Context: an optimization exercise on an open-source flow, tuned for small area and a short achievable clock period. The choices shown serve that exercise and are no tape-out recipe. In this exercise RTL edits were held to simulation tests only and were not proved equivalent to the original.

==> flow/design.v <==
module d72_burst_check (
    input  wire         clk,
    input  wire         rst,
    input  wire         beat_valid,
    input  wire [31:0]  beat_dq,
    input  wire [7:0]   beat_cb,
    input  wire [1:0]   exp_channel,
    input  wire [29:0]  exp_burst,
    input  wire [15:0]  exp_epoch,
    output reg          res_valid,
    output reg  [1:0]   res_status,
    output reg  [7:0]   res_corrected,
    output wire [511:0] res_data
);
    reg        v;
    reg [31:0] dq;
    reg [7:0]  cb;
    always @(posedge clk) begin
        v  <= beat_valid & ~rst;
        dq <= beat_dq;
        cb <= beat_cb;
    end
    reg [3:0] cnt;
    always @(posedge clk)
        if (rst) cnt <= 4'd0;
        else if (v) cnt <= cnt + 4'd1;
    wire odd   = cnt[0];
    wire first = (cnt == 4'd0);
    wire c1    = (cnt == 4'd1);
    wire last  = (cnt == 4'd15);
    reg [47:0] E;
    wire e_load = v ? last : first;
    always @(posedge clk)
        if (e_load) E <= {exp_epoch, exp_channel, exp_burst};
    wire [7:0] fc;
    wire fc_x43 = E[1] ^ E[13];
    wire fc_x44 = E[0] ^ E[12];
    wire fc_x45 = E[3] ^ E[15];
    wire fc_x46 = E[5] ^ E[25];
    wire fc_x47 = E[28] ^ E[29];
    wire fc_x48 = fc_x43 ^ fc_x44;
    wire fc_x49 = E[2] ^ E[14];
    wire fc_x50 = E[4] ^ E[24];
    wire fc_x51 = E[7] ^ E[27];
    wire fc_x52 = E[11] ^ E[23];
    wire fc_x53 = E[30] ^ E[31];
    wire fc_x54 = cb[1] ^ fc_x46;
    wire fc_x55 = fc_x45 ^ fc_x48;
    wire fc_x56 = fc_x47 ^ fc_x53;
    wire fc_x57 = fc_x49 ^ fc_x55;
    wire fc_x58 = E[6] ^ E[26];
    wire fc_x59 = E[9] ^ E[21];
    wire fc_x60 = E[10] ^ E[22];
    wire fc_x61 = E[17] ^ E[19];
    wire fc_x62 = E[20] ^ cb[5];
    wire fc_x63 = cnt[3] ^ fc_x52;
    wire fc_x64 = cb[0] ^ fc_x50;
    wire fc_x65 = cb[3] ^ fc_x57;
    wire fc_x66 = cb[6] ^ fc_x56;
    wire fc_x67 = fc_x51 ^ fc_x54;
    assign fc[0] = E[18] ^ E[19] ^ cnt[2] ^ fc_x47 ^ fc_x48 ^ fc_x54 ^ fc_x60 ^ fc_x63 ^ fc_x64;
    assign fc[1] = cb[2] ^ fc_x56 ^ fc_x57 ^ fc_x58 ^ fc_x64 ^ fc_x67;
    assign fc[2] = E[29] ^ E[31] ^ cnt[1] ^ fc_x43 ^ fc_x45 ^ fc_x59 ^ fc_x61 ^ fc_x63 ^ fc_x67;
    assign fc[3] = E[8] ^ fc_x52 ^ fc_x59 ^ fc_x60 ^ fc_x62 ^ fc_x65;
    assign fc[4] = cb[4] ^ cb[5] ^ fc_x46 ^ fc_x50 ^ fc_x51 ^ fc_x58 ^ fc_x65;
    assign fc[5] = E[12] ^ E[13] ^ E[14] ^ E[15] ^ E[16] ^ E[18] ^ E[21] ^ E[22] ^ E[23] ^ E[24] ^ E[25] ^ E[26] ^ E[27] ^ fc_x61 ^ fc_x62;
    assign fc[6] = fc_x66;
    assign fc[7] = cb[7] ^ fc_x66;
    wire [7:0] hlo, hhi;
    wire hlo_x32 = dq[24] ^ dq[31];
    wire hlo_x33 = dq[23] ^ dq[30];
    wire hlo_x34 = dq[27] ^ hlo_x32;
    wire hlo_x35 = dq[25] ^ hlo_x33;
    wire hlo_x36 = dq[26] ^ hlo_x34;
    wire hlo_x37 = dq[3] ^ dq[12];
    wire hlo_x38 = dq[8] ^ dq[17];
    wire hlo_x39 = dq[28] ^ hlo_x35;
    wire hlo_x40 = hlo_x36 ^ hlo_x39;
    wire hlo_x41 = dq[1] ^ dq[10];
    wire hlo_x42 = dq[2] ^ dq[11];
    wire hlo_x43 = dq[6] ^ hlo_x37;
    wire hlo_x44 = dq[7] ^ dq[16];
    wire hlo_x45 = dq[13] ^ dq[14];
    wire hlo_x46 = dq[20] ^ dq[22];
    wire hlo_x47 = hlo_x38 ^ hlo_x44;
    wire hlo_x48 = dq[4] ^ hlo_x41;
    wire hlo_x49 = dq[5] ^ hlo_x42;
    wire hlo_x50 = dq[9] ^ dq[18];
    wire hlo_x51 = dq[15] ^ hlo_x45;
    wire hlo_x52 = dq[21] ^ dq[29];
    wire hlo_x53 = hlo_x40 ^ hlo_x46;
    wire hlo_x54 = hlo_x43 ^ hlo_x48;
    wire hlo_x55 = hlo_x47 ^ hlo_x50;
    wire hlo_x56 = hlo_x52 ^ hlo_x53;
    assign hlo[0] = dq[21] ^ dq[22] ^ hlo_x33 ^ hlo_x36 ^ hlo_x43 ^ hlo_x45 ^ hlo_x47 ^ hlo_x49;
    assign hlo[1] = dq[0] ^ hlo_x40 ^ hlo_x51 ^ hlo_x55;
    assign hlo[2] = dq[0] ^ dq[14] ^ hlo_x34 ^ hlo_x38 ^ hlo_x46 ^ hlo_x54;
    assign hlo[3] = dq[29] ^ hlo_x32 ^ hlo_x35 ^ hlo_x37 ^ hlo_x41 ^ hlo_x42 ^ hlo_x55;
    assign hlo[4] = dq[19] ^ hlo_x40 ^ hlo_x49 ^ hlo_x54;
    assign hlo[5] = dq[10] ^ dq[11] ^ dq[12] ^ dq[16] ^ dq[17] ^ dq[18] ^ dq[19] ^ dq[30] ^ dq[31] ^ hlo_x51;
    assign hlo[6] = hlo_x56;
    assign hlo[7] = hlo_x56;
    wire hhi_x32 = dq[7] ^ dq[14];
    wire hhi_x33 = dq[0] ^ dq[13];
    wire hhi_x34 = dq[6] ^ hhi_x32;
    wire hhi_x35 = dq[15] ^ hhi_x33;
    wire hhi_x36 = dq[30] ^ dq[31];
    wire hhi_x37 = dq[8] ^ hhi_x34;
    wire hhi_x38 = dq[9] ^ dq[10];
    wire hhi_x39 = hhi_x35 ^ hhi_x37;
    wire hhi_x40 = dq[1] ^ dq[2];
    wire hhi_x41 = dq[11] ^ hhi_x36;
    wire hhi_x42 = dq[18] ^ dq[19];
    wire hhi_x43 = dq[21] ^ dq[23];
    wire hhi_x44 = dq[24] ^ dq[26];
    wire hhi_x45 = dq[27] ^ dq[29];
    wire hhi_x46 = hhi_x38 ^ hhi_x39;
    wire hhi_x47 = hhi_x41 ^ hhi_x46;
    wire hhi_x48 = dq[3] ^ dq[5];
    wire hhi_x49 = dq[12] ^ dq[17];
    wire hhi_x50 = dq[16] ^ hhi_x40;
    wire hhi_x51 = dq[20] ^ hhi_x42;
    wire hhi_x52 = dq[22] ^ hhi_x43;
    wire hhi_x53 = dq[25] ^ hhi_x44;
    wire hhi_x54 = dq[28] ^ hhi_x45;
    assign hhi[0] = dq[4] ^ dq[5] ^ dq[13] ^ dq[28] ^ dq[29] ^ hhi_x34 ^ hhi_x38 ^ hhi_x42;
    assign hhi[1] = hhi_x47 ^ hhi_x51 ^ hhi_x53;
    assign hhi[2] = dq[10] ^ dq[19] ^ hhi_x32 ^ hhi_x36 ^ hhi_x45 ^ hhi_x48 ^ hhi_x53;
    assign hhi[3] = dq[2] ^ dq[30] ^ hhi_x39 ^ hhi_x43 ^ hhi_x44 ^ hhi_x49;
    assign hhi[4] = hhi_x47 ^ hhi_x52 ^ hhi_x54;
    assign hhi[5] = dq[14] ^ dq[17] ^ dq[23] ^ dq[25] ^ dq[26] ^ hhi_x35 ^ hhi_x50 ^ hhi_x54;
    assign hhi[6] = dq[0] ^ hhi_x36 ^ hhi_x40 ^ hhi_x51 ^ hhi_x52;
    assign hhi[7] = dq[4] ^ hhi_x47 ^ hhi_x48 ^ hhi_x49 ^ hhi_x50;
    reg [7:0] synp;
    always @(posedge clk)
        if (v & ~odd) synp <= hlo ^ fc;
    wire [7:0] syn = synp ^ hhi;
    localparam [511:0] DCOLS = 512'hd6de3531342e260e785058424743a8a0babfbb889297939a9f9b858184e8e0fafffbc8d2d7d3dadfdbc5c1c4302a2f2b2227233d393c0a0f0b1511141d191c06;
    localparam [63:0] CCOLS = 64'h80c0381018020703;
    wire [63:0] flip;
    wire [7:0]  ecb;
    genvar gi;
    generate
        for (gi = 0; gi < 64; gi = gi + 1) begin : g_dec
            localparam [7:0] COL = DCOLS[8*gi +: 8];
            assign flip[gi] = odd & (syn == COL);
        end
        for (gi = 0; gi < 8; gi = gi + 1) begin : g_decc
            localparam [7:0] CCOL = CCOLS[8*gi +: 8];
            assign ecb[gi] = odd & (syn == CCOL);
        end
    endgenerate
    wire cw_corr = |flip | |ecb;
    wire cw_unc  = (syn != 8'd0) & ~cw_corr;
    reg  [31:0] st [0:15];
    wire [31:0] hi_fix = dq ^ flip[63:32];
    integer k;
    always @(posedge clk)
        if (v) begin
            st[0] <= hi_fix;
            st[1] <= st[0] ^ flip[31:0];
            for (k = 2; k < 16; k = k + 1) st[k] <= st[k-1];
        end
    generate
        for (gi = 0; gi < 16; gi = gi + 1) begin : g_out
            assign res_data[32*gi +: 32] = st[15-gi];
        end
    endgenerate
    reg  [15:0] S;
    wire [15:0] s_base = first ? 16'hFFFF : S;
    wire [15:0] s_next;
    wire [15:0] s_dl;
    assign s_dl[0] = flip[0] | flip[2] | flip[7] | flip[8] | flip[9] | flip[11] | flip[12] | flip[15] | flip[18] | flip[24] | flip[25] | flip[27];
    assign s_dl[1] = flip[0] | flip[1] | flip[3] | flip[9] | flip[10] | flip[12] | flip[13] | flip[19] | flip[25] | flip[26] | flip[28];
    assign s_dl[2] = flip[1] | flip[2] | flip[4] | flip[10] | flip[11] | flip[13] | flip[14] | flip[20] | flip[26] | flip[27] | flip[29];
    assign s_dl[3] = flip[2] | flip[3] | flip[5] | flip[11] | flip[12] | flip[14] | flip[15] | flip[21] | flip[27] | flip[28] | flip[30];
    assign s_dl[4] = flip[0] | flip[3] | flip[4] | flip[6] | flip[12] | flip[13] | flip[15] | flip[22] | flip[24] | flip[28] | flip[29] | flip[31];
    assign s_dl[5] = flip[1] | flip[2] | flip[4] | flip[5] | flip[8] | flip[9] | flip[11] | flip[12] | flip[13] | flip[14] | flip[15] | flip[16] | flip[18] | flip[23] | flip[27] | flip[29] | flip[30];
    assign s_dl[6] = flip[0] | flip[2] | flip[3] | flip[5] | flip[6] | flip[8] | flip[9] | flip[10] | flip[12] | flip[13] | flip[14] | flip[15] | flip[17] | flip[19] | flip[24] | flip[28] | flip[30] | flip[31];
    assign s_dl[7] = flip[0] | flip[1] | flip[3] | flip[4] | flip[6] | flip[7] | flip[9] | flip[10] | flip[11] | flip[13] | flip[14] | flip[15] | flip[16] | flip[18] | flip[20] | flip[25] | flip[29] | flip[31];
    assign s_dl[8] = flip[0] | flip[1] | flip[2] | flip[4] | flip[5] | flip[7] | flip[10] | flip[11] | flip[12] | flip[14] | flip[15] | flip[16] | flip[17] | flip[19] | flip[21] | flip[26] | flip[30];
    assign s_dl[9] = flip[0] | flip[1] | flip[2] | flip[3] | flip[5] | flip[6] | flip[11] | flip[12] | flip[13] | flip[15] | flip[17] | flip[18] | flip[20] | flip[22] | flip[24] | flip[27] | flip[31];
    assign s_dl[10] = flip[0] | flip[1] | flip[2] | flip[3] | flip[4] | flip[6] | flip[7] | flip[12] | flip[13] | flip[14] | flip[16] | flip[18] | flip[19] | flip[21] | flip[23] | flip[25] | flip[28];
    assign s_dl[11] = flip[1] | flip[2] | flip[3] | flip[4] | flip[5] | flip[7] | flip[8] | flip[13] | flip[14] | flip[15] | flip[17] | flip[19] | flip[20] | flip[22] | flip[24] | flip[26] | flip[29];
    assign s_dl[12] = flip[3] | flip[4] | flip[5] | flip[6] | flip[7] | flip[8] | flip[11] | flip[12] | flip[14] | flip[20] | flip[21] | flip[23] | flip[30];
    assign s_dl[13] = flip[4] | flip[5] | flip[6] | flip[7] | flip[8] | flip[9] | flip[12] | flip[13] | flip[15] | flip[21] | flip[22] | flip[24] | flip[31];
    assign s_dl[14] = flip[0] | flip[5] | flip[6] | flip[7] | flip[9] | flip[10] | flip[13] | flip[14] | flip[16] | flip[22] | flip[23] | flip[25];
    assign s_dl[15] = flip[1] | flip[6] | flip[7] | flip[8] | flip[10] | flip[11] | flip[14] | flip[15] | flip[17] | flip[23] | flip[24] | flip[26];
    function [15:0] crc32;
        input [15:0] c;
        input [31:0] d;
        integer n, b;
        reg [15:0] x;
        begin
            x = c;
            for (n = 0; n < 4; n = n + 1) begin
                x = x ^ {d[8*n +: 8], 8'd0};
                for (b = 0; b < 8; b = b + 1)
                    x = x[15] ? ((x << 1) ^ 16'h1021) : (x << 1);
            end
            crc32 = x;
        end
    endfunction
    wire [15:0] s_lin = crc32(s_base, hi_fix);
    assign s_next = s_lin ^ s_dl;
    always @(posedge clk) if (v) S <= s_next;
    reg  [15:0] V;
    wire [15:0] v_base = first ? 16'h0000 : V;
    wire [15:0] v_next;
    wire [7:0]  cbe = odd ? 8'h00 : cb;
    assign v_next[0] = v_base[12] ^ cbe[4] ^ ecb[0];
    assign v_next[1] = v_base[13] ^ cbe[0] ^ cbe[5] ^ ecb[1];
    assign v_next[2] = v_base[14] ^ cbe[1] ^ cbe[6] ^ ecb[2];
    assign v_next[3] = v_base[15] ^ cbe[2] ^ cbe[7] ^ ecb[3];
    assign v_next[4] = v_base[0] ^ cbe[3] ^ ecb[4];
    assign v_next[5] = v_base[1] ^ v_base[12] ^ ecb[5];
    assign v_next[6] = v_base[2] ^ v_base[13] ^ ecb[6];
    assign v_next[7] = v_base[3] ^ v_base[14] ^ ecb[7];
    assign v_next[8] = v_base[4] ^ v_base[15] ^ cbe[0];
    assign v_next[9] = v_base[5] ^ cbe[1];
    assign v_next[10] = v_base[6] ^ cbe[2];
    assign v_next[11] = v_base[7] ^ cbe[3];
    assign v_next[12] = v_base[8] ^ v_base[12] ^ cbe[0];
    assign v_next[13] = v_base[9] ^ v_base[13] ^ cbe[1];
    assign v_next[14] = v_base[10] ^ v_base[14] ^ cbe[2];
    assign v_next[15] = v_base[11] ^ v_base[15] ^ cbe[3];
    always @(posedge clk) if (v) V <= v_next;
    reg  [15:0] R;
    wire [15:0] r_base = first ? 16'h0000 : R;
    wire [15:0] r_next;
    wire        t_lo = odd & ~(cnt[3] & cnt[2]);
    wire        t_hi = odd & cnt[3] & cnt[2];
    wire [7:0]  tlo = t_lo ? cb : 8'h00;
    wire [7:0]  thi = t_hi ? cb : 8'h00;
    wire r_next_x32 = thi[3] ^ thi[7];
    wire r_next_x33 = r_base[3] ^ thi[0];
    wire r_next_x34 = thi[2] ^ thi[6];
    wire r_next_x35 = r_base[0] ^ thi[7];
    wire r_next_x36 = r_base[1] ^ thi[0];
    wire r_next_x37 = r_base[2] ^ thi[1];
    wire r_next_x38 = thi[4] ^ r_next_x37;
    wire r_next_x39 = thi[5] ^ r_next_x33;
    assign r_next[0] = r_base[4] ^ thi[1] ^ thi[6] ^ r_next_x32;
    assign r_next[1] = r_base[5] ^ thi[0] ^ thi[2] ^ thi[4] ^ r_next_x35;
    assign r_next[2] = r_base[6] ^ thi[1] ^ thi[3] ^ thi[5] ^ r_next_x36;
    assign r_next[3] = r_base[7] ^ r_next_x34 ^ r_next_x38;
    assign r_next[4] = r_base[8] ^ thi[2] ^ r_next_x32 ^ r_next_x39;
    assign r_next[5] = r_base[9] ^ thi[4] ^ thi[7];
    assign r_next[6] = r_base[10] ^ thi[5];
    assign r_next[7] = r_base[11] ^ thi[6];
    assign r_next[8] = r_base[12] ^ tlo[0] ^ r_next_x35;
    assign r_next[9] = r_base[1] ^ r_base[13] ^ tlo[1];
    assign r_next[10] = r_base[2] ^ r_base[14] ^ tlo[2] ^ thi[0];
    assign r_next[11] = r_base[15] ^ tlo[3] ^ thi[1] ^ r_next_x33;
    assign r_next[12] = r_base[0] ^ tlo[4] ^ r_next_x32 ^ r_next_x34;
    assign r_next[13] = tlo[5] ^ thi[4] ^ r_next_x32 ^ r_next_x36;
    assign r_next[14] = tlo[6] ^ thi[5] ^ r_next_x38;
    assign r_next[15] = tlo[7] ^ r_next_x34 ^ r_next_x39;
    always @(posedge clk) if (v) R <= r_next;
    wire [15:0] chk;
    wire chk_x48 = s_next[0] ^ s_next[7];
    wire chk_x49 = s_next[1] ^ s_next[8];
    wire chk_x50 = s_next[2] ^ s_next[9];
    wire chk_x51 = s_next[3] ^ s_next[10];
    wire chk_x52 = s_next[4] ^ s_next[11];
    wire chk_x53 = s_next[5] ^ s_next[12];
    wire chk_x54 = s_next[6] ^ s_next[13];
    wire chk_x55 = s_next[14] ^ chk_x48;
    wire chk_x56 = s_next[0] ^ chk_x50;
    wire chk_x57 = s_next[10] ^ chk_x49;
    assign chk[0] = s_next[0] ^ s_next[1] ^ v_next[0] ^ r_next[0] ^ chk_x51;
    assign chk[1] = s_next[1] ^ s_next[2] ^ v_next[1] ^ r_next[1] ^ chk_x52;
    assign chk[2] = s_next[2] ^ s_next[3] ^ v_next[2] ^ r_next[2] ^ chk_x53;
    assign chk[3] = s_next[3] ^ s_next[4] ^ v_next[3] ^ r_next[3] ^ chk_x54;
    assign chk[4] = s_next[4] ^ s_next[5] ^ v_next[4] ^ r_next[4] ^ chk_x55;
    assign chk[5] = s_next[5] ^ s_next[6] ^ s_next[8] ^ s_next[15] ^ v_next[5] ^ r_next[5] ^ chk_x51;
    assign chk[6] = s_next[6] ^ s_next[9] ^ v_next[6] ^ r_next[6] ^ chk_x48 ^ chk_x52;
    assign chk[7] = s_next[7] ^ v_next[7] ^ r_next[7] ^ chk_x53 ^ chk_x57;
    assign chk[8] = s_next[8] ^ s_next[11] ^ v_next[8] ^ r_next[8] ^ chk_x50 ^ chk_x54;
    assign chk[9] = s_next[9] ^ s_next[12] ^ v_next[9] ^ r_next[9] ^ chk_x51 ^ chk_x55;
    assign chk[10] = s_next[13] ^ s_next[15] ^ v_next[10] ^ r_next[10] ^ chk_x52 ^ chk_x57;
    assign chk[11] = s_next[11] ^ s_next[14] ^ v_next[11] ^ r_next[11] ^ chk_x53 ^ chk_x56;
    assign chk[12] = s_next[12] ^ s_next[15] ^ v_next[12] ^ r_next[12] ^ chk_x54;
    assign chk[13] = s_next[13] ^ v_next[13] ^ r_next[13] ^ chk_x55;
    assign chk[14] = s_next[14] ^ s_next[15] ^ v_next[14] ^ r_next[14] ^ chk_x49;
    assign chk[15] = s_next[15] ^ v_next[15] ^ r_next[15] ^ chk_x56;
    wire crc_ok = (chk == 16'h0000);
    reg unc, mm;
    reg [7:0] ebyte;
    always @* begin
        case (cnt[3:1])
            3'd0: ebyte = E[7:0];
            3'd1: ebyte = E[15:8];
            3'd2: ebyte = E[23:16];
            3'd3: ebyte = E[31:24];
            3'd4: ebyte = E[39:32];
            3'd5: ebyte = E[47:40];
            default: ebyte = 8'h00;
        endcase
    end
    wire unc_all = (unc & ~c1) | cw_unc;
    always @(posedge clk)
        if (v & odd) begin
            unc <= unc_all;
            res_corrected <= {cw_corr, res_corrected[7:1]};
            if (~(cnt[3] & cnt[2])) mm <= (mm & ~c1) | (cb != ebyte);
        end
    always @(posedge clk) begin
        res_valid <= v & last & ~rst;
        if (unc_all)      res_status <= 2'd1;
        else if (!crc_ok) res_status <= 2'd2;
        else if (mm)      res_status <= 2'd3;
        else              res_status <= 2'd0;
    end
endmodule
==> flow/flow/run.sh <==
#!/bin/bash
# The standard layout, except:
#  - synthesis maps the logic with an area-oriented ABC script (flow/area.abc)
#    instead of ORFS's speed script; registers are mapped as in the standard
#    synthesis (same dfflibmap step, same names);
#  - port buffers are plain buf_1 cells;
#  - the resizer aims for 30.6 ns of setup slack (SETUP_SLACK_MARGIN) so that it
#    shortens the few slow flop-to-output paths; the SDC is unchanged.
set -euo pipefail
W=$(pwd)
export BUFFER_PORTS_ARGS="-buffer_cell sky130_fd_sc_hd__buf_1"
export SETUP_SLACK_MARGIN=30.6
# synthesis script: synth_recipe.tcl with ORFS's synth.tcl calling ABC with our script
sed "s#log_cmd abc {\*}\$abc_args#log_cmd abc -script $W/flow/area.abc {*}[lrange \$abc_args 2 end]#" \
    "$FLOW_HOME/scripts/synth.tcl" > "$W/synth_core.tcl"
grep -q "flow/area.abc" "$W/synth_core.tcl"
sed "s#source \$::env(SCRIPTS_DIR)/synth.tcl#source $W/synth_core.tcl#" synth_recipe.tcl > "$W/own_synth.tcl"
grep -q "synth_core.tcl" "$W/own_synth.tcl"
bash standard.sh "SYNTH_SCRIPT=$W/own_synth.tcl" synth > synth.log 2>&1
bash standard.sh "SYNTH_SCRIPT=$W/own_synth.tcl" > standard.log 2>&1
==> flow/flow/area.abc <==
strash
dch
map -a
topo
stime -c
buffer -c
upsize -c
dnsize -c
==> flow/standard.sh <==
#!/bin/bash
# synth_recipe.tcl (not shown) runs the flow's synth.tcl, then flattens the netlist and writes it again
# the make line also repeats each setting of config.mk as NAME=value (left out here)
make -C /OpenROAD-flow-scripts/flow DESIGN_CONFIG=/design/flow/config.mk WORK_HOME=/design/flow/orfs CLKGATE_MAP_FILE= SYNTH_SCRIPT=/design/flow/synth_recipe.tcl "${@:-finish}"
==> flow/config.mk <==
export PLATFORM = sky130hd
export DESIGN_NAME = d72_burst_check
export DESIGN_NICKNAME = d72_burst_check
export VERILOG_FILES = /design/flow/design.v
export SDC_FILE = /design/flow/constraint.sdc
export NUM_CORES = 4
export LEC_CHECK = 0
export CAP_MARGIN = 20
export CORE_MARGIN = 2
export CORE_UTILIZATION = 45
export CTS_CLUSTER_DIAMETER = 60
export CTS_CLUSTER_SIZE = 30
export SLEW_MARGIN = 20
==> flow/constraint.sdc <==
create_clock -name core_clock -period 40.0 [get_ports {clk}]
set_input_delay 8.0000 -clock core_clock [delete_from_list [all_inputs] [get_ports {clk}]]
set_output_delay 8.0000 -clock core_clock [all_outputs]
set_load 0.01 [all_outputs]
==> results of run 1 <==
state kept, by name (all words and copies together), names as in the netlist, 2 cells and up:
signal / flops
cb: 8
S: 16
st: 512
cnt: 4
R: 16
E: 48
res_corrected: 8
dq: 32
res_status: 2
synp: 8
V: 16
routing by layer:
layer | GRT usage | part of all wire
met1 | 0.322 | 0.37
met2 | 0.497 | 0.53
met3 | 0.0440 | 0.059
met4 | 0.107 | 0.041
met5 | 0 | 0
what timing repair did:
| action | in CTS | in global routing |
|---|---|---|
| setup endpoints to repair | 12 | 4 |
| cloned | 0 | 0 |
| buffers inserted | 7 | 1 |
| resized for setup | 2 | 4 |
kinds of logic after synthesis:
| group | count (synthesis) | synth area share |
|---|---|---|
| xor+xnor | 487 | 0.166 |
| buf+inv | 149 | 0.0206 |
| simple gates | 440 | 0.0732 |
| flops | 674 | 0.723 |
| fa+ha+maj | 3 | 0.00137 |
| compound gates | 63 | 0.0158 |
final timing paths:
path,startpoint,slack [ns],depth (start not counted),endpoint
worst max register to register,dq[14],31.39,39,res_status[1]
worst min register to register,st[4][5],0.41,0,st[5][5]
worst max-delay path,st[13][8],30.60,1,res_data[72]
worst min-delay path,st[4][5],0.41,0,st[5][5]
area by class of cell:
type | instances | area share
clock buffers | 50 | 0.0378
clock inverters | 40 | 0.0176
inverters | 135 | 0.0156
multi-input cells | 993 | 0.216
flip-flops and latches | 674 | 0.607
well taps | 782 | 0.0300
repair buffers | 632 | 0.0762
stage by stage:
step	setup slack (ns)
floorplan	30.94
global placement	31.11
detailed placement	31.11
CTS	30.57
global route	30.59
finish	30.60
cell usage after synthesis, drive strengths merged, types with 3 or more instances:
cell	count
nor2	189
a22oi	13
nor3	26
nand4	20
or2	28
a211oi	3
a21oi	13
buf	3
nor4	15
o21ai	14
edfxtp	626
nand2	137
clkinv	3
clkbuf	11
a221oi	3
nand3	20
xnor2	155
dfxtp	48
inv	132
o2111ai	4
xor2	332
ha	3
==> summary.txt, run 1 <==
Clocking
  – H-tree levels: 2
  – CTS tree: built
  – Root buf cell: clkbuf_16
  – CTS buffer count: 48
  – CTS max path bufs: 3
  – Hold buffers post-CTS: 0
  – Clk sinks: 674
  – Clock Pin Slew Worst Setup and Hold Paths: 0.11 ns
  – Clock Latency Late Sink: 0.62 ns

Cells and area
  – # fillers: 5,110
  – Layout cells sized above 1: 0.0876
  – Fin util: 0.541
  – Nets: 2,578
  – Commonest non-fill, non-tap cell in the layout: edfxtp_1
  – Synth-to-Final Area Change: 19.1%
  – Fin area: 32,600 um^2
  – Antenna fix cells: 0
  – Multi-input gate area: 7040 um^2
  – Most frequent cells in the layout: edfxtp_1 (626), buf_1 (608), xor2_1 (310)
  – Register area: 19,800 um^2
  – Final Instance Count excl. Fillers: 3,306

Logic synthesis
  – Count of different cell masters after synthesis: 54
  – Syn_area_per_cell: 15.1 um^2
  – Yosys top cell area share: 0.687
  – Register area share after synthesis: 0.723
  – Largest cells by area after synthesis: edfxtp_1 (69%), xor2_1 (9.9%), xnor2_1 (4.6%), dfxtp_1 (3.5%), nor2_1 (2.4%)
  – Fraction of registers with async set/reset: 0
  – Register bit total from synthesis: 674
  – Top_reg_cell synth: edfxtp_1
  – EDFF count, synth: 626
  – Yosys warns: 2
  – Post-synth top area cell: edfxtp_1
  – Syn Nets: 1,910
  – Cells after Synth: 1,816
  – Mapped cell area: 27,300 um^2

Route
  – # DRC: 0
  – Starting DRC count in detailed routing: 1,355
  – Routed Antenna Nets: 0
  – Via count: 16,739
  – Post-Route WL: 87.6 mm
  – Drt first pass iters: 7
  – Per-cell routed wire length: 26.5 um
  – Vias per cell: 5.06

Setup path
  – Cells along the critical path: clkbuf_2
  – Crit-path max cell delay: 0.56 ns
  – Worst Path Buf+Inv: 1
  – Critical path required time: 32.00 ns
  – Crit path max-delay cell type: edfxtp_1
  – Data arrival time of the worst path: 1.40 ns
  – Family with the most delay on the worst path: flip-flops
  – Setup CP Type: reg -> out
  – CP Launch Type: flip-flop
  – Crit-path max FO: 2
  – Critical path endpoint category: output pin

Die
  – Placement row count: 90
  – Initial Utilization: 0.454
  – Die ar.: 62,800 um^2
  – CORE AREA: 60,200 um^2
  – Die Ht: 251 um
  – Number of I/O pins: 614
  – DIE WIDTH: 251 um

STA
  – Slew margin rel.: 0.244
  – F_max: 106 MHz
  – Hold Vio Cnt, Final: 0
  – Unrepaired setup endpoints after global routing: true
  – Fin Hold WS: 0.405 ns
  – Worst-margin pin slew: 1.13 ns
  – Setup TNS: 0 ns
  – Final setup vio count: 0
  – Post-Route Skew: 0.0561 ns
  – Final Max Tran Viols: 0
  – Period utilization: 0.235
  – Tmin final: 9.40 ns

Global routing
  – Initial antenna violation count: 3
  – Largest net degree at the start of global routing: 178
  – Number of global-route vias before repair: 16,581
  – First-pass GRT wire length: 121 mm
  – GRT overflow: 0
  – Total GRT Usage: 0.273

Placed design
  – Dpl cell area: 30,700 um^2
  – HPWL after detailed placement: 70.1 mm
  – IO buf count: 613
  – Inst Count DP: 3,208
  – GPL Wtd Cong: 1.03

Hold path
  – Hold WC Path Type: reg -> reg

Outcome
  – Status: complete, no violations

Flow run
  – Max_cap viols: 0
==> run 2, diff against run 1 <==
--- a/flow/flow/run.sh
+++ b/flow/flow/run.sh
@@ -11,4 +11,5 @@
 export BUFFER_PORTS_ARGS="-buffer_cell sky130_fd_sc_hd__buf_1"
 export SETUP_SLACK_MARGIN=30.6
+export PLACE_PINS_ARGS=-annealing
 # synthesis script: synth_recipe.tcl with ORFS's synth.tcl calling ABC with our script
 sed "s#log_cmd abc {\*}\$abc_args#log_cmd abc -script $W/flow/area.abc {*}[lrange \$abc_args 2 end]#" \
--- a/flow/config.mk
+++ b/flow/config.mk
@@ -9,5 +9,5 @@
 export CORE_MARGIN = 2
 export CORE_UTILIZATION = 45
-export CTS_CLUSTER_DIAMETER = 60
-export CTS_CLUSTER_SIZE = 30
+export CTS_CLUSTER_DIAMETER = 100
+export CTS_CLUSTER_SIZE = 20
 export SLEW_MARGIN = 20
==> run 2 against run 1 <==
Against the previous run:
- still clean
- via count decreased by 1.6%
- die area did not move
- sequential share of layout area increased by 1.4 points
- core utilization down 1.2 points
- sequential cell count unchanged
- cell area down 2.3%
- routed wire length fell by 11%
- clock skew down 0.037 ns
- critical path depth unchanged
- final cell count fell by 1.3%
- largest cell class unchanged
==> summary.txt, run 2 <==
Outcome
  – Status: complete, no violations

Clocking
  – Hold buffers post-CTS: 0 (unchanged)
  – CTS buffer count: 40 (-17%)
  – CTS max path bufs: 3 (unchanged)
  – Root buf cell: clkbuf_16
  – Clock Pin Slew Worst Setup and Hold Paths: 0.08 ns (-0.03 ns)
  – Clk sinks: 674 (unchanged)
  – H-tree levels: 2 (unchanged)
  – CTS tree: built
  – Clock Latency Late Sink: 0.60 ns (-0.02 ns)

STA
  – Worst-margin pin slew: 1.09 ns (-0.0406 ns)
  – Tmin final: 9.32 ns (-0.0775 ns)
  – Final setup vio count: 0 (unchanged)
  – Period utilization: 0.233 (-0.00194)
  – Post-Route Skew: 0.0194 ns (-0.0367 ns)
  – Final Max Tran Viols: 0 (unchanged)
  – Unrepaired setup endpoints after global routing: false
  – F_max: 107 MHz (+0.83%)
  – Slew margin rel.: 0.271 (+0.0271)
  – Fin Hold WS: 0.431 ns (+0.0258 ns)
  – Hold Vio Cnt, Final: 0 (unchanged)
  – Setup TNS: 0 ns (unchanged)
  – PnR worst setup slack: 30.68 ns (+0.0775 ns)

Route
  – Vias per cell: 5.05 (-0.35%)
  – Per-cell routed wire length: 24.0 um (-9.5%)
  – Drt first pass iters: 5 (-2)
  – # DRC: 0 (unchanged)
  – Via count: 16,468 (-1.6%)
  – Post-Route WL: 78.2 mm (-11%)
  – Routed Antenna Nets: 0 (unchanged)
  – Starting DRC count in detailed routing: 1,204 (-11%)

Cells and area
  – Largest register FFs: 512 (unchanged)
  – Biggest register: st
  – Most frequent cells in the layout: edfxtp_1 (626), buf_1 (612), xor2_1 (310)
  – Synth-to-Final Area Change: 16.4%
  – Nets: 2,562 (-0.62%)
  – Layout cells sized above 1: 0.0669 (-0.0207)
  – Antenna fix cells: 0 (unchanged)
  – Commonest non-fill, non-tap cell in the layout: edfxtp_1
  – Largest registers: st x512, E x48, dq x32
  – Final Instance Count excl. Fillers: 3,264 (-1.3%)
  – # fillers: 5,101 (-0.18%)

Logic synthesis
  – Count of different cell masters after synthesis: 54 (unchanged)
  – Largest cells by area after synthesis: edfxtp_1 (69%), xor2_1 (9.9%), xnor2_1 (4.6%), dfxtp_1 (3.5%), nor2_1 (2.4%)
  – Cells after Synth: 1,816 (unchanged)
  – Top_reg_cell synth: edfxtp_1
  – Most frequent cell after synthesis: edfxtp_1
  – Post-synth top area cell: edfxtp_1
  – Yosys top cell area share: 0.687 (unchanged)
  – Yosys warns: 2 (unchanged)
  – Syn_area_per_cell: 15.1 um^2 (unchanged)
  – EDFF count, synth: 626 (unchanged)
  – Register area share after synthesis: 0.723 (unchanged)
  – Register bit total from synthesis: 674 (unchanged)
  – Commonest cells post-synth: edfxtp_1 (626), xor2_1 (310), nor2_1 (177)
  – Syn Nets: 1,910 (unchanged)
  – Fraction of registers with async set/reset: 0 (unchanged)
  – Mapped cell area: 27,300 um^2 (unchanged)

Setup path
  – Family with the most delay on the worst path: flip-flops
  – R2R setup slack: 31.53 ns (+0.14 ns)
  – Worst Path Buf+Inv: 1 (unchanged)
  – Critical path endpoint category: output pin
  – Crit-path max cell delay: 0.37 ns (-0.19 ns)
  – Crit-path max FO: 2 (unchanged)
  – Crit path max-delay cell type: edfxtp_1
  – Cells along the critical path: buf_1
  – CP Launch Type: flip-flop
  – R2r startpoint: dq[14]
  – CP startpoint: st[2][12]
  – Setup CP Type: reg -> out
  – Critical path required time: 32.00 ns (about the same)
  – Data arrival time of the worst path: 1.32 ns (-0.08 ns)

Global routing
  – First-pass GRT wire length: 111 mm (-8.5%)
  – Number of global-route vias before repair: 16,048 (-3.2%)
  – GRT overflow: 0 (unchanged)
  – Total GRT Usage: 0.242 (-0.0314)
  – Initial antenna violation count: 0 (-3)
  – Largest net degree at the start of global routing: 175 (-1.7%)

Flow run
  – Max_cap viols: 0 (unchanged)

Placed design
  – Pre-CTS WS: 31.19 ns (+0.0811 ns)
  – HPWL after detailed placement: 62.3 mm (-11%)
  – Inst Count DP: 3,207 (-0.031%)
  – IO buf count: 613 (unchanged)
  – GPL Wtd Cong: 1.03 (about the same)

Die
  – Initial Utilization: 0.454 (unchanged)
  – Die ar.: 62,800 um^2 (unchanged)
  – Number of I/O pins: 614 (unchanged)
  – Die Ht: 251 um (unchanged)
  – CORE AREA: 60,200 um^2 (unchanged)
  – Placement row count: 90 (unchanged)
  – DIE WIDTH: 251 um (unchanged)

Hold path
  – Hold WC Path Type: reg -> reg
  – Hold Path Origin: st[5][21]
-- run 2: cell types whose count changed in the layout (fill, tap and decap cells not counted), sizes merged --
cell | previous run | this run
buf | 630 | 624
inv | 156 | 134
clkbuf | 52 | 51
bufinv | 1 | 0
clkinv | 18 | 6
-- run 2: cell type report --
| type | count | area [um^2] | area share |
|---|---|---|---|
| sequential | 674 | 19800 | 0.621 |
| inverter | 135 | 507 | 0.0159 |
| timing repair buffer | 624 | 2400 | 0.0754 |
| multi-input combinational | 993 | 7040 | 0.221 |
| clock buffer | 51 | 1060 | 0.0334 |
| clock inverter | 5 | 77.6 | 0.00244 |
| tap | 782 | 978 | 0.0307 |
-- run 2: path summary, 6_finish.rpt --
path | to | cells past startpoint
max reg2reg | res_status[1] | 39
max | res_data[428] | 1
min | st[6][21] | 0
min reg2reg | st[6][21] | 0
-- run 2: metrics by stage --
step                utilization  cell area, um^2
floorplan                     -            27400
global placement          0.509            30700
detailed placement        0.509            30700
global route              0.528            31800
finish                    0.528            31800
CTS                       0.528            31800
-- run 2: kinds of logic (layout without fill, tap and decap cells) --
| logic type | Yosys count | after routing | synth area share |
|---|---|---|---|
| flip-flops | 674 | 674 | 0.723 |
| AND/OR/NAND/NOR | 440 | 440 | 0.0732 |
| adder cells (fa/ha/maj) | 3 | 3 | 0.00137 |
| buffers and inverters | 149 | 815 | 0.0206 |
| XOR/XNOR | 487 | 487 | 0.166 |
| AO/OA/AOI/OAI | 63 | 63 | 0.0158 |
-- run 2: timing repair --
item                       CTS  global route
resized for setup            1             0
setup buffers                1             0
setup endpoints to repair    2             0
-- run 2: per-layer routing --
layer / global-route usage / wire length (um) / vias up
li1: - / - / 7506
met5: 0 / 0 / -
met1: 0.283 / 29400 / 8186
met4: 0.0722 / 2420 / 0
met2: 0.454 / 42300 / 650
met3: 0.0377 / 4090 / 126
==> run 3, diff against run 2 <==
--- a/flow/flow/run.sh
+++ b/flow/flow/run.sh
@@ -11,5 +11,4 @@
 export BUFFER_PORTS_ARGS="-buffer_cell sky130_fd_sc_hd__buf_1"
 export SETUP_SLACK_MARGIN=30.6
-export PLACE_PINS_ARGS=-annealing
 # synthesis script: synth_recipe.tcl with ORFS's synth.tcl calling ABC with our script
 sed "s#log_cmd abc {\*}\$abc_args#log_cmd abc -script $W/flow/area.abc {*}[lrange \$abc_args 2 end]#" \
--- a/flow/config.mk
+++ b/flow/config.mk
@@ -8,5 +8,5 @@
 export CAP_MARGIN = 20
 export CORE_MARGIN = 2
-export CORE_UTILIZATION = 45
+export CORE_UTILIZATION = 40
 export CTS_CLUSTER_DIAMETER = 100
 export CTS_CLUSTER_SIZE = 20
==> run 3 against run 2 <==
Against the previous run:
- routed wire length rose by 13%
- setup slack got worse by 0.047 ns
- via count rose by 2.8%
- still clean on timing, DRC and antenna
- synthesized cell count did not move
==> summary.txt, run 3 <==
STA
  – Hold Vio Cnt, Final: 0 (unchanged)
  – Unrepaired setup endpoints after global routing: false
  – Setup TNS: 0 ns (unchanged)
  – Fin Hold WS: 0.430 ns (-0.00133 ns)
  – Post-Route Skew: 0.0271 ns (+0.00775 ns)
  – F_max: 107 MHz (-0.51%)
  – Tmin final: 9.37 ns (+0.0474 ns)
  – Period utilization: 0.234 (+0.00118)
  – Worst-margin pin slew: 1.10 ns (+0.0111 ns)
  – Final Max Tran Viols: 0 (unchanged)
  – Final setup vio count: 0 (unchanged)
  – Slew margin rel.: 0.263 (-0.00737)

Logic synthesis
  – Yosys top cell area share: 0.687 (unchanged)
  – Cells after Synth: 1,816 (unchanged)
  – Mapped cell area: 27,300 um^2 (unchanged)
  – Register bit total from synthesis: 674 (unchanged)
  – Largest cells by area after synthesis: edfxtp_1 (69%), xor2_1 (9.9%), xnor2_1 (4.6%), dfxtp_1 (3.5%), nor2_1 (2.4%)
  – Syn Nets: 1,910 (unchanged)
  – Multiplexer share of the synthesized area: 0 (unchanged)
  – Most frequent cell after synthesis: edfxtp_1
  – Commonest cells post-synth: edfxtp_1 (626), xor2_1 (310), nor2_1 (177)
  – Top_reg_cell synth: edfxtp_1
  – Main combinational cell family by area after synthesis: XOR/XNOR gates
  – Syn_area_per_cell: 15.1 um^2 (unchanged)
  – Yosys warns: 2 (unchanged)
  – Post-Synth Simple-Gate Area: 0.0732 (unchanged)
  – Count of different cell masters after synthesis: 54 (unchanged)
  – Fraction of registers with async set/reset: 0 (unchanged)
  – Post-synthesis xor/xnor area fraction: 0.166 (unchanged)
  – Post-synth top area cell: edfxtp_1
  – Synth Area in Adders: 0.00137 (unchanged)
  – EDFF count, synth: 626 (unchanged)
  – Compound-Gate Fraction of Synth Area: 0.0158 (unchanged)
  – Register area share after synthesis: 0.723 (unchanged)

Route
  – Vias per cell: 5.04 (-0.10%)
  – Post-Route WL: 88.5 mm (+13%)
  – Starting DRC count in detailed routing: 1,730 (+44%)
  – Drt first pass iters: 6 (+1)
  – Via count: 16,935 (+2.8%)
  – # DRC: 0 (unchanged)
  – Per-cell routed wire length: 26.3 um (+9.8%)
  – Routed Antenna Nets: 0 (unchanged)

Clocking
  – CTS max path bufs: 3 (unchanged)
  – H-tree levels: 2 (unchanged)
  – Clock Latency Late Sink: 0.60 ns (about the same)
  – Clock Pin Slew Worst Setup and Hold Paths: 0.08 ns (about the same)
  – CTS tree: built
  – Root buf cell: clkbuf_16
  – CTS buffer count: 41 (+2.5%)
  – Clk sinks: 674 (unchanged)
  – Hold buffers post-CTS: 0 (unchanged)

Cells and area
  – Most frequent cells in the layout: edfxtp_1 (626), buf_1 (610), xor2_1 (310)
  – Biggest register: st
  – # fillers: 6,077 (+19%)
  – Largest registers: st x512, E x48, dq x32
  – Antenna fix cells: 0 (unchanged)
  – Commonest non-fill, non-tap cell in the layout: edfxtp_1
  – Synth-to-Final Area Change: 17.1%
  – Nets: 2,566 (+0.16%)
  – Largest register FFs: 512 (unchanged)
  – Final Instance Count excl. Fillers: 3,360 (+2.9%)
  – Layout cells sized above 1: 0.0704 (+0.00348)

Setup path
  – Family with the most delay on the worst path: flip-flops
  – R2R setup slack: 31.33 ns (-0.20 ns)
  – Critical path required time: 32.00 ns (about the same)
  – Crit-path max FO: 2 (unchanged)
  – R2r startpoint: dq[5]
  – Worst Path Buf+Inv: 1 (unchanged)
  – Crit path max-delay cell type: edfxtp_1
  – RR Endpoint: res_status[1]
  – CP Launch Type: flip-flop
  – Critical path endpoint category: output pin
  – Worst setup path end: res_data[90]
  – Data arrival time of the worst path: 1.37 ns (+0.05 ns)
  – Crit-path max cell delay: 0.58 ns (+0.21 ns)
  – CP startpoint: st[13][26]
  – Setup CP Type: reg -> out
  – Stages on worst setup path: 1 (unchanged)
  – Cells along the critical path: buf_1
  – R2R depth: 38 (-2.6%)

Placed design
  – HPWL after detailed placement: 70.3 mm (+13%)
  – GPL Wtd Cong: 1.03 (+0.35%)
  – Inst Count DP: 3,296 (+2.8%)
  – IO buf count: 613 (unchanged)

Die
  – Initial Utilization: 0.406 (-0.0482)
  – Placement row count: 95 (+5.6%)
  – Number of I/O pins: 614 (unchanged)
  – Die Ht: 265 um (+6.0%)
  – Die ar.: 70,500 um^2 (+12%)
  – DIE WIDTH: 265 um (+6.0%)
  – CORE AREA: 67,400 um^2 (+12%)

Global routing
  – Initial antenna violation count: 0 (unchanged)
  – Largest net degree at the start of global routing: 174 (-0.57%)
  – Total GRT Usage: 0.241 (-0.000790)
  – GRT overflow: 0 (unchanged)
  – First-pass GRT wire length: 121 mm (+9.4%)
  – Number of global-route vias before repair: 16,451 (+2.5%)

Hold path
  – Hold WC Path Type: reg -> reg

Outcome
  – Status: complete, no violations

Flow run
  – Max_cap viols: 0 (unchanged)
## run 3: logic make-up (layout without fill, tap and decap cells)
group / after synthesis / after routing
buffers and inverters: 149 / 820
and+or+nand+nor: 440 / 440
AOI/OAI and AO/OA: 63 / 63
DFF: 674 / 674
xor gates and xnor gates: 487 / 487
adders and majority gates: 3 / 3
## run 3: cell type report
type,count,area [um^2],area share
Sequential cell,674,19800,0.617
Multi-Input combinational cell,993,7040,0.220
Inverter,135,507,0.0158
Tap cell,873,1090,0.0341
Clock inverter,7,93.8,0.00293
Clock buffer,51,1080,0.0339
Timing Repair Buffer,627,2450,0.0765
## run 3: timing repair
item	in CTS	in global routing
endpoints found under the hold margin	0	0
pin swaps	0	0
resized for setup	3	0
setup buffers	5	1
endpoints found under the setup margin	8	1
## run 3: per-layer routing
metal,vias to the layer above,share of wire,track usage
li1,7525,-,-
met1,8447,0.37,0.276
met2,792,0.53,0.445
met3,171,0.066,0.0430
met4,0,0.041,0.0913
met5,-,0,0
## run 3: worst min path at each step
stage / startpoint / cells after the start / slack (ns) / to
after floorplan: mm / 2 / 0.44 / res_status[0]
final: st[8][13] / 0 / 0.43 / st[9][13]
after detailed placement: st[2][23] / 0 / 0.43 / st[3][23]
after global routing: st[2][0] / 0 / 0.46 / st[3][0]
after CTS: st[8][13] / 0 / 0.44 / st[9][13]
after global placement: st[9][25] / 0 / 0.43 / st[10][25]
## run 3: stage by stage
stage / setup WS, ns / area (um^2) / utilization
4_1_cts: 30.60 / 32000 / 0.475
3_5_place_dp: 31.10 / 30800 / 0.457
6_report: 30.63 / 32000 / 0.475
2_1_floorplan: 30.94 / 27400 / -
3_3_place_gp: 31.10 / 30800 / 0.456
5_1_grt: 30.61 / 32000 / 0.475
==> run 4, diff against run 3 <==
==> flow/flow/area.abc (replaced) <==
strash
dch
map -a
--- a/flow/config.mk
+++ b/flow/config.mk
@@ -8,5 +8,5 @@
 export CAP_MARGIN = 20
 export CORE_MARGIN = 2
-export CORE_UTILIZATION = 40
+export CORE_UTILIZATION = 45
 export CTS_CLUSTER_DIAMETER = 100
 export CTS_CLUSTER_SIZE = 20
==> run 4 against run 3 <==
Against the previous run:
- via count down 1.3%
- critical path type unchanged
- cell area down 1.1%
- maximum frequency barely moved
- register-to-register slack worse by 0.15 ns
- global-route usage increased by 2.2 points
- sequential share of layout area grew 0.71 points
- final cell count is 2.9% lower
==> summary.txt, run 4 <==
Logic synthesis
  – Register area share after synthesis: 0.735 (+0.0125)
  – Yosys top cell area share: 0.699 (+0.0119)
  – Register bit total from synthesis: 674 (unchanged)
  – Compound-Gate Fraction of Synth Area: 0.0158 (-0.0000510)
  – Syn Nets: 1,896 (-0.73%)
  – Count of different cell masters after synthesis: 33 (-39%)
  – Multiplexer share of the synthesized area: 0 (unchanged)
  – Commonest cells post-synth: edfxtp_1 (626), xor2_1 (332), nor2_1 (189)
  – Fraction of registers with async set/reset: 0 (unchanged)
  – Yosys warns: 2 (unchanged)
  – Cells after Synth: 1,802 (-0.77%)
  – Main combinational cell family by area after synthesis: XOR/XNOR gates
  – Largest cells by area after synthesis: edfxtp_1 (70%), xor2_1 (11%), xnor2_1 (5.1%), dfxtp_1 (3.6%), nor2_1 (2.6%)
  – Top_reg_cell synth: edfxtp_1
  – Post-synthesis xor/xnor area fraction: 0.159 (-0.00772)
  – Post-synth top area cell: edfxtp_1
  – Most frequent cell after synthesis: edfxtp_1
  – Syn_area_per_cell: 14.9 um^2 (-0.94%)
  – Mapped cell area: 26,900 um^2 (-1.7%)
  – Post-Synth Simple-Gate Area: 0.0702 (-0.00301)
  – EDFF count, synth: 626 (unchanged)
  – Synth Area in Adders: 0.00140 (+0.0000238)

Global routing
  – GRT met2 Usage: 0.452 (+0.00682)
  – Initial antenna violation count: 8 (+8)
  – Largest net degree at the start of global routing: 192 (+10%)
  – First-pass GRT wire length: 117 mm (-3.2%)
  – GR peak layer: met2
  – Total GRT Usage: 0.263 (+0.0217)
  – GR Util met3: 0.0491 (+0.00605)
  – GRT overflow: 0 (unchanged)
  – Number of global-route vias before repair: 16,231 (-1.3%)
  – Met1 usage: 0.340 (+0.0633)

Clocking
  – Clock Latency Late Sink: 0.59 ns (about the same)
  – CTS buffer count: 40 (-2.4%)
  – Root buf cell: clkbuf_16
  – H-tree levels: 2 (unchanged)
  – Clk sinks: 674 (unchanged)
  – CTS tree: built
  – Clock Pin Slew Worst Setup and Hold Paths: 0.08 ns (about the same)
  – CTS max path bufs: 3 (unchanged)
  – Hold buffers post-CTS: 0 (unchanged)

Outcome
  – Status: complete, no violations

Die
  – Die ar.: 61,700 um^2 (-12%)
  – CORE AREA: 59,000 um^2 (-12%)
  – DIE WIDTH: 248 um (-6.4%)
  – Die Ht: 248 um (-6.4%)
  – Number of I/O pins: 614 (unchanged)
  – Placement row count: 89 (-6.3%)
  – Initial Utilization: 0.455 (+0.0497)

Route
  – Post-Route WL: 83.5 mm (-5.6%)
  – Vias per cell: 5.12 (+1.6%)
  – # DRC: 0 (unchanged)
  – Starting DRC count in detailed routing: 1,331 (-23%)
  – Per-cell routed wire length: 25.6 um (-2.9%)
  – Routed Antenna Nets: 0 (unchanged)
  – Drt first pass iters: 5 (-1)
  – Via count: 16,708 (-1.3%)

Setup path
  – Family with the most delay on the worst path: flip-flops
  – Crit-path max FO: 2 (unchanged)
  – Critical path required time: 32.00 ns (about the same)
  – CP Launch Type: flip-flop
  – Cells along the critical path: buf_1
  – Crit path max-delay cell type: edfxtp_1
  – R2R depth: 41 (+7.9%)
  – Crit-path max cell delay: 0.58 ns (about the same)
  – R2R setup slack: 31.18 ns (-0.15 ns)
  – Worst Path Buf+Inv: 1 (unchanged)
  – Data arrival time of the worst path: 1.37 ns (about the same)
  – Setup CP Type: reg -> out
  – Critical path endpoint category: output pin
  – Stages on worst setup path: 1 (unchanged)

Placed design
  – HPWL after detailed placement: 66.3 mm (-5.8%)
  – IO buf count: 613 (unchanged)
  – GPL Wtd Cong: 1.01 (-2.1%)

STA
  – Final setup vio count: 0 (unchanged)
  – Worst-margin pin slew: 1.16 ns (+0.0544 ns)
  – Tmin final: 9.37 ns (+0.00170 ns)
  – Hold Vio Cnt, Final: 0 (unchanged)
  – Unrepaired setup endpoints after global routing: false
  – Post-Route Skew: 0.0238 ns (-0.00338 ns)
  – Final Max Tran Viols: 0 (unchanged)
  – F_max: 107 MHz (about the same)
  – Period utilization: 0.234 (about the same)
  – Slew margin rel.: 0.227 (-0.0363)
  – Setup TNS: 0 ns (unchanged)

Cells and area
  – Fin util: 0.537 (+0.0614)
  – Largest register FFs: 512 (unchanged)
  – Synth-to-Final Area Change: 17.8%
  – Layout cells sized above 1: 0.0534 (-0.0170)
  – Commonest non-fill, non-tap cell in the layout: edfxtp_1
  – Nets: 2,570 (+0.16%)
  – # fillers: 5,015 (-17%)
  – Most frequent cells in the layout: edfxtp_1 (626), buf_1 (611), xor2_1 (316)
  – Biggest register: st
  – Largest registers: st x512, E x48, dq x32

Hold path
  – Hold-critical path depth: 0 (unchanged)
  – Hold WC Path Type: reg -> reg

Flow run
  – Max_cap viols: 0 (unchanged)
-- run 4: kinds of logic after synthesis --
kind of cell / Yosys count
AO/OA/AOI/OAI: 63
adder cells (fa/ha/maj): 3
XOR/XNOR: 487
AND/OR/NAND/NOR: 440
flip-flops: 674
buffers and inverters: 135
-- run 4: area by class of cell --
class                   instances  area, um^2  area share
diodes                          1        2.50   0.0000790
repair buffers                632        2470      0.0781
multi-input cells             993        6810       0.215
flip-flops and latches        674       19800       0.624
clock inverters                 4        72.6     0.00229
well taps                     773         967      0.0305
clock buffers                  52        1070      0.0337
inverters                     135         507      0.0160
-- run 4: path summary, 6_finish.rpt --
check | from | end
max reg2reg | dq[14] | res_status[1]
min | st[7][4] | st[8][4]
max | st[12][21] | res_data[117]
min reg2reg | st[7][4] | st[8][4]
-- run 4: per-stage QoR --
stage / worst slack, ns / instances / cell area, um^2 / hold WS [ns]
floorplan: 30.94 / 1802 / 26900 / 0.446
finish: 30.63 / 3264 / 31700 / 0.448
CTS: 30.61 / 3258 / 31400 / 0.446
global placement: 30.89 / 3199 / 30300 / 0.426
detailed placement: 30.72 / 3199 / 30300 / 0.431
global route: 30.51 / 3263 / 31700 / 0.455
-- run 4: timing repair --
action	CTS	global route
buffers inserted	3	5
hold endpoints to repair	0	0
endpoints found under the setup margin	4	3
resized for setup	3	32
pin swaps	0	3
-- run 4: per-layer routing --
layer / vias up / part of all wire
li1: 7546 / -
met1: 8309 / 0.40
met2: 721 / 0.50
met3: 126 / 0.067
met4: 6 / 0.030
met5: - / 0.00048
==> run 5, diff against run 4 <==
==> flow/flow/area.abc (replaced) <==
strash
dch
map -a
topo
stime -c
buffer -c
==> run 5 against run 4 <==
Against the previous run:
- still clean on timing, DRC and antenna
- critical path depth is the same
- die area up 0.72%
- register-to-register slack gained 0.13 ns
- global-route usage is 0.27 points higher
- clock skew fell by 0.0098 ns
- final cell count rose by 0.12%
- non-clock buffer count decreased by 6
- core utilization down 0.37 points
- critical path type unchanged
- largest cell class unchanged
==> summary.txt, run 5 <==
Route
  – Routed Antenna Nets: 0 (unchanged)
  – Post-Route WL: 84.9 mm (+1.7%)
  – Starting DRC count in detailed routing: 1,710 (+28%)
  – # DRC: 0 (unchanged)
  – Vias per cell: 5.13 (+0.22%)
  – Via count: 16,766 (+0.35%)
  – Per-cell routed wire length: 26.0 um (+1.6%)
  – Drt first pass iters: 6 (+1)

STA
  – Unrepaired setup endpoints after global routing: false
  – Fin Hold WS: 0.448 ns (+0.000199 ns)
  – Setup TNS: 0 ns (unchanged)
  – Post-Route Skew: 0.0139 ns (-0.00983 ns)
  – Tmin final: 9.36 ns (-0.0161 ns)
  – Hold Vio Cnt, Final: 0 (unchanged)
  – F_max: 107 MHz (+0.17%)
  – Final Max Tran Viols: 0 (unchanged)
  – Slew margin rel.: 0.272 (+0.0449)
  – Final setup vio count: 0 (unchanged)
  – Period utilization: 0.234 (-0.000402)
  – Worst-margin pin slew: 1.09 ns (-0.0673 ns)

Clocking
  – CTS tree: built
  – Clock Pin Slew Worst Setup and Hold Paths: 0.08 ns (about the same)
  – Root buf cell: clkbuf_16
  – CTS max path bufs: 3 (unchanged)
  – Clk sinks: 674 (unchanged)
  – CTS buffer count: 40 (unchanged)
  – H-tree levels: 2 (unchanged)
  – Clock Latency Late Sink: 0.60 ns (about the same)

Logic synthesis
  – Yosys warns: 2 (unchanged)
  – Yosys top cell area share: 0.694 (-0.00504)
  – Register area share after synthesis: 0.730 (-0.00530)
  – Commonest cells post-synth: edfxtp_1 (626), xor2_1 (332), nor2_1 (189)
  – Synth Area in Adders: 0.00139 (-0.0000101)
  – Cells after Synth: 1,816 (+0.78%)
  – Syn Nets: 1,910 (+0.74%)
  – Top_reg_cell synth: edfxtp_1
  – Fraction of registers with async set/reset: 0 (unchanged)
  – Most frequent cell after synthesis: edfxtp_1
  – Multiplexer share of the synthesized area: 0 (unchanged)
  – Compound-Gate Fraction of Synth Area: 0.0157 (-0.000114)
  – Largest cells by area after synthesis: edfxtp_1 (69%), xor2_1 (11%), xnor2_1 (5.0%), dfxtp_1 (3.5%), nor2_1 (2.6%)
  – Main combinational cell family by area after synthesis: XOR/XNOR gates
  – Post-synth top area cell: edfxtp_1
  – Count of different cell masters after synthesis: 40 (+21%)
  – Syn_area_per_cell: 14.9 um^2 (about the same)
  – Post-Synth Simple-Gate Area: 0.0697 (-0.000506)
  – EDFF count, synth: 626 (unchanged)
  – Register bit total from synthesis: 674 (unchanged)
  – Post-synthesis xor/xnor area fraction: 0.158 (-0.00114)
  – Mapped cell area: 27,100 um^2 (+0.73%)

Die
  – Placement row count: 89 (unchanged)
  – Die Ht: 249 um (+0.36%)
  – CORE AREA: 59,200 um^2 (+0.38%)
  – Number of I/O pins: 614 (unchanged)
  – Die ar.: 62,100 um^2 (+0.72%)
  – Initial Utilization: 0.457 (+0.00158)
  – DIE WIDTH: 249 um (+0.36%)

Setup path
  – CP Launch Type: flip-flop
  – R2R setup slack: 31.31 ns (+0.13 ns)
  – Family with the most delay on the worst path: flip-flops
  – R2r startpoint: dq[14]
  – Crit-path max cell delay: 0.46 ns (-0.12 ns)
  – Worst Path Buf+Inv: 1 (unchanged)
  – Cells along the critical path: buf_1
  – Stages on worst setup path: 1 (unchanged)
  – Crit-path max FO: 2 (unchanged)
  – Crit path max-delay cell type: edfxtp_1
  – Worst setup path end: res_data[487]
  – Data arrival time of the worst path: 1.36 ns (about the same)
  – Critical path endpoint category: output pin
  – RR Endpoint: res_status[1]
  – CP startpoint: st[0][7]
  – R2R depth: 48 (+17%)
  – Critical path required time: 32.00 ns (about the same)
  – Setup CP Type: reg -> out

Outcome
  – Status: complete, no violations

Placed design
  – Inst Count DP: 3,195 (-0.13%)
  – HPWL after detailed placement: 67.5 mm (+1.9%)
  – IO buf count: 613 (unchanged)
  – Dpl cell area: 30,200 um^2 (about the same)
  – GPL Wtd Cong: 1.07 (+6.0%)

Cells and area
  – Biggest register: st
  – Commonest non-fill, non-tap cell in the layout: edfxtp_1
  – Layout cells sized above 1: 0.0469 (-0.00648)
  – Final Instance Count excl. Fillers: 3,268 (+0.12%)
  – Largest register FFs: 512 (unchanged)
  – Most frequent cells in the layout: edfxtp_1 (626), buf_1 (610), xor2_1 (324)
  – Nets: 2,564 (-0.23%)
  – Fin area: 31,600 um^2 (-0.32%)
  – Synth-to-Final Area Change: 16.6%
  – Largest registers: st x512, E x48, dq x32

Global routing
  – Largest net degree at the start of global routing: 174 (-9.4%)
  – GRT overflow: 0 (unchanged)
  – Total GRT Usage: 0.265 (+0.00270)
  – Number of global-route vias before repair: 16,258 (+0.17%)
  – First-pass GRT wire length: 119 mm (+1.2%)
  – Initial antenna violation count: 3 (-5)

Hold path
  – Hold WC Path Type: reg -> reg

Flow run
  – Max_cap viols: 0 (unchanged)
run 5: cell count changes after synthesis, sizes merged, moves of 2 or more:
cell,before,now
clkdlybuf4s15,0,2
clkinv,135,2
inv,0,133
clkbuf,0,9
run 5: cell type report:
class | count | area [um^2]
fillers | 5069 | 27700
flip-flops and latches | 674 | 19800
multi-input cells | 993 | 6730
repair buffers | 626 | 2430
clock buffers | 59 | 1090
well taps | 773 | 967
inverters | 135 | 507
clock inverters | 6 | 71.3
diodes | 2 | 5.00
run 5: layer usage:
| layer | vias up | wire length, um | track usage |
|---|---|---|---|
| met5 | - | 0 | 0 |
| met4 | 0 | 2830 | 0.0852 |
| met3 | 145 | 5660 | 0.0482 |
| met2 | 752 | 43400 | 0.470 |
| met1 | 8336 | 33000 | 0.329 |
| li1 | 7533 | - | - |
run 5: what timing repair did:
action                                 4_1_cts  5_1_grt
buffers inserted                             6        0
pin swaps                                    0        1
hold buffers                                 0        0
endpoints found under the hold margin        0        0
setup endpoints to repair                    7        2
gates resized for setup                      3       17
run 5: cell families (layout without fill, tap and decap cells):
group                      after synthesis  in the layout
other                                    0              2
and+or+nand+nor                        440            440
DFF                                    674            674
adders and majority gates                3              3
buffers and inverters                  149            826
AOI/OAI and AO/OA                       63             63
xor gates and xnor gates               487            487
run 5: how the worst min path moves through the flow:
stage	startpoint	endpoint	slack, ns	depth (start not counted)
after floorplan	mm	res_status[0]	0.44	2
after global placement	st[4][13]	st[5][13]	0.43	0
after detailed placement	st[13][17]	st[14][17]	0.43	0
after CTS	st[9][20]	st[10][20]	0.45	0
after global routing	st[6][7]	st[7][7]	0.46	0
final	st[2][27]	st[3][27]	0.45	0
run 5: stage by stage:
stage | util | setup slack, ns
after floorplan | - | 30.94
after CTS | 0.531 | 30.60
after global routing | 0.533 | 30.60
final | 0.533 | 30.64
after global placement | 0.510 | 30.70
after detailed placement | 0.510 | 30.93

-- what the ideal ports hide --
Ports are ideal in the flow. The routed layouts listed here were re-timed in OpenROAD.
Step 1 (the two cells are an assumption about what drives the block):
set clk [get_ports {clk}]
set_driving_cell -lib_cell sky130_fd_sc_hd__clkbuf_16 $clk
set_driving_cell -lib_cell sky130_fd_sc_hd__buf_2 [delete_from_list [all_inputs] $clk]
Step 2 times the ports against the registers' clock, not the clock port: input delays grow and output delays shrink by t, the midpoint of the rising clock arrivals with the driver on.
a / b / c = ideal / step 1 / step 2; a / b = the first two.
| run | t (ns) | slack for setup (ns) | worst setup path at the end |
|---|---|---|---|
| run 1 | 0.664 | 30.598 / 30.535 / 31.200 | register to output |
| run 2 | 0.639 | 30.675 / 30.624 / 31.263 | register to output |
| run 3 | 0.651 | 30.628 / 30.566 / 31.218 | register to output |
| run 4 | 0.644 | 30.626 / 30.564 / 31.184 | register to register |
| run 5 | 0.654 | 30.642 / 30.579 / 31.233 | register to output |
After both steps every run listed still meets setup and hold.
